What follows belongs to an exercise in optimizing a design on an open flow for a short achievable clock period and few clock cycles; a production flow would make more cautious choices. In this exercise RTL edits were held to simulation tests only and were not proved equivalent to the original. Power is estimated from default activity; no workload was simulated.

## lane 1
## cumin_seq
module cumin_seq (
    input  wire        clk,
    input  wire        rst,
    input  wire        job_valid,
    output wire        job_ready,
    input  wire [7:0]  job_kind,
    input  wire [31:0] job_id,
    input  wire [31:0] job_gen,
    output wire [13:0] cs_addr,
    input  wire [38:0] cs_rdata,
    output wire        tbl_sel,
    output wire [7:0]  tbl_idx,
    input  wire [31:0] tbl_rdata,
    input  wire [31:0] time_us,
    output wire        op_valid,
    input  wire        op_ready,
    output wire [5:0]  op_code,
    output wire [2:0]  op_ce,
    output wire [3:0]  op_dst,
    output wire [31:0] op_arg,
    output wire [17:0] op_imm,
    input  wire [31:0] op_rdata,
    input  wire        req_valid,
    input  wire [1:0]  req_kind,
    output reg         res_valid,
    output reg  [2:0]  res_code,
    output reg  [31:0] res_data,
    output reg         res_committed,
    output reg         cs_corrected
);
    localparam RES_DONE = 3'd0, RES_FAIL = 3'd1, RES_ABANDON = 3'd2,
               RES_HALT = 3'd3, RES_UNCORR = 3'd4;
    localparam BTB_ON = 0;       
    localparam BTB_AW = 6;
    localparam BTB_N  = 1 << BTB_AW;
    integer i;
    function [5:0] pos;
        input integer n;
        integer p, c;
        begin
            pos = 6'd0;
            c = 0;
            for (p = 1; p <= 38; p = p + 1) begin
                if ((p & (p - 1)) != 0) begin
                    if (c == n)
                        pos = p[5:0];
                    c = c + 1;
                end
            end
        end
    endfunction
    reg        active;           
    reg [7:0]  kind_q;           
    reg [31:0] jobid_q, gen_q;
    reg [13:0] cs_addr_q;
    reg [13:0] need, need_p1;    
  ...
clock: 13.0 ns
lec_check: 0
abc_clock_period_in_ps: 4000
cap_margin: 20
core_margin: 2
core_utilization: 30
slew_margin: 20
standard.sh (not shown) runs the stock make flow with config.mk's settings and CLKGATE_MAP_FILE= SYNTH_SCRIPT=/design/flow/synth_recipe.tcl, a recipe that flattens the netlist after the stock synthesis.
==> flow/flow/run.sh <==
#!/bin/bash
# The standard layout, with timing repair aimed well below the clock
# period so that the achieved period is as short as the design allows.
# The constraints (constraint.sdc, 13 ns clock) are the standard flow's, unchanged.
set -euo pipefail
bash standard.sh SETUP_SLACK_MARGIN=8.5 finish > standard_flow.log 2>&1
Testbench counts of lane 1, summed over its fixed seeds: cycles 84,173.
Inputs modified between lane 1 and lane 2:
--- a/flow/design.v
+++ b/flow/design.v
@@ -24,20 +24,19 @@
     input  wire [1:0]  req_kind,
     output reg         res_valid,
     output reg  [2:0]  res_code,
     output reg  [31:0] res_data,
     output reg         res_committed,
     output reg         cs_corrected
 );
     localparam RES_DONE = 3'd0, RES_FAIL = 3'd1, RES_ABANDON = 3'd2,
                RES_HALT = 3'd3, RES_UNCORR = 3'd4;
-    localparam BTB_ON = 0;       
-    localparam BTB_AW = 6;
+    localparam BTB_AW = 5;
     localparam BTB_N  = 1 << BTB_AW;
     integer i;
     function [5:0] pos;
         input integer n;
         integer p, c;
         begin
             pos = 6'd0;
             c = 0;
             for (p = 1; p <= 38; p = p + 1) begin
@@ -309,31 +308,29 @@
     wire        eq_p = cs_addr_q == ir_pc1;
     wire        eq_c = pv ? (cs_addr_q == ptgt) : (cs_addr_q == need_p1);
     wire        eq_h = cs_addr_q == need;
     wire        fv_n = s_r ? eq_r : s_t ? eq_t : s_p ? eq_p : s_c ? eq_c : eq_h;
     reg                btb_v   [0:BTB_N-1];
     reg [13-BTB_AW:0]  btb_tag [0:BTB_N-1];
     reg [13:0]         btb_tgt [0:BTB_N-1];
     wire [BTB_AW-1:0]  bix_t = ptgt[BTB_AW-1:0];
     wire [BTB_AW-1:0]  bix_1 = need_p1[BTB_AW-1:0];
-    wire [BTB_AW-1:0]  bix_n = need[BTB_AW-1:0];
-    wire               hit_t = BTB_ON && btb_v[bix_t] && btb_tag[bix_t] == ptgt[13:BTB_AW];
-    wire               hit_1 = BTB_ON && btb_v[bix_1] && btb_tag[bix_1] == need_p1[13:BTB_AW];
+    wire               hit_t = btb_v[bix_t] && btb_tag[bix_t] == ptgt[13:BTB_AW];
+    wire               hit_1 = btb_v[bix_1] && btb_tag[bix_1] == need_p1[13:BTB_AW];
     wire               hit_s = pv ? hit_t : hit_1;
     wire [13:0]        bt_s  = pv ? btb_tgt[bix_t] : btb_tgt[bix_1];
-    wire               hit_n = BTB_ON && btb_v[bix_n] && btb_tag[bix_n] == need[13:BTB_AW];
-    wire               pv_n  = ~restart & ~er_e & (consume ? hit_s : hit_n);
-    wire [13:0]        ptgt_n = consume ? bt_s : btb_tgt[bix_n];
+    wire               pv_n  = ~restart & ~er_e & (consume ? hit_s : pv);
+    wire [13:0]        ptgt_n = consume ? bt_s : ptgt;
     wire [13:0]        seq_r = eq_r ? kqa1 : kqa;
     wire [13:0]        seq_t = eq_t ? x_tgt1 : x_tgt;
     wire [13:0]        seq_p = eq_p ? ir_pc2 : ir_pc1;
     wire [13:0]        seq_c = eq_c ? (hit_s ? bt_s : succ1) : succ;
-    wire [13:0]        seq_h = eq_h ? (hit_n ? btb_tgt[bix_n] : need_p1) : need;
+    wire [13:0]        seq_h = eq_h ? succ : need;
     wire [13:0]        seq_n = (s_r ? seq_r : s_t ? seq_t : s_p ? seq_p : s_c ? seq_c : seq_h);
     wire        pv_in     = load_r ? x_pv : pv;
     wire [31:0] cw     = cs_rdata[31:0];
     wire [5:0]  c_o    = cw[31:26];
     wire [3:0]  c_dst  = cw[25:22];
     wire [3:0]  c_src  = cw[21:18];
     wire c_rs  = c_o == 6'h02 || c_o == 6'h03 || (c_o >= 6'h05 && c_o <= 6'h07) ||
                  c_o == 6'h10 || c_o == 6'h11 || c_o == 6'h29 || c_o == 6'h15 ||
                  c_o == 6'h17 || c_o == 6'h18 || c_o == 6'h1F;
Notes after the runs:
In the flow results for lane 1 and lane 2, the internal power consumption is smaller on lane 1.
On total number of cells along the worst setup path: between lane 1 and lane 2, it ends up higher for lane 1.
Combinational share of power was lower in the run labelled lane 1.
Lane 2 against lane 1: cell area after layout picked up an extra about 50%, number of buffers added for setup after CTS shrank by 20%, synthesized area +58%, overall global routing resource usage now sits lower.
Worst hold slack came out lower on lane 2 than on lane 1.
[lane 2 vs lane 1] total CTS buffers: higher in lane 2
Testbench counts of lane 2, summed over its fixed seeds: cycles 82,751.

port drivers added, routing unchanged:
In the flow no input, the clock included, has a driving cell. The finished layouts below were timed again as built, in two steps.
Step 1 assumes that a clkbuf_16 drives the clock port and a buf_2 every other input.
Step 2, shift: input delay + t, output delay - t, t = (earliest + latest rising clock arrival at the registers) / 2. This alone moves slack from input paths to output paths.
Slacks: no drivers / after step 1 / after step 2; pairs: no drivers / after step 1.
run | t (ns) | setup slack, ns | clock arrival spread, ns | worst data-port slew with drivers (ns)
lane 1 | 0.858 | 7.910 / 7.927 / 7.069 | 0.112 / 0.112 | 0.22
lane 2 | 1.016 | 8.128 / 8.060 / 7.044 | 0.124 / 0.124 | 0.38
After both steps every run listed still meets setup and hold. For lane 2, which loses most, drivers alone change the setup slack by -0.068 ns; drivers and shift together by -1.084 ns.
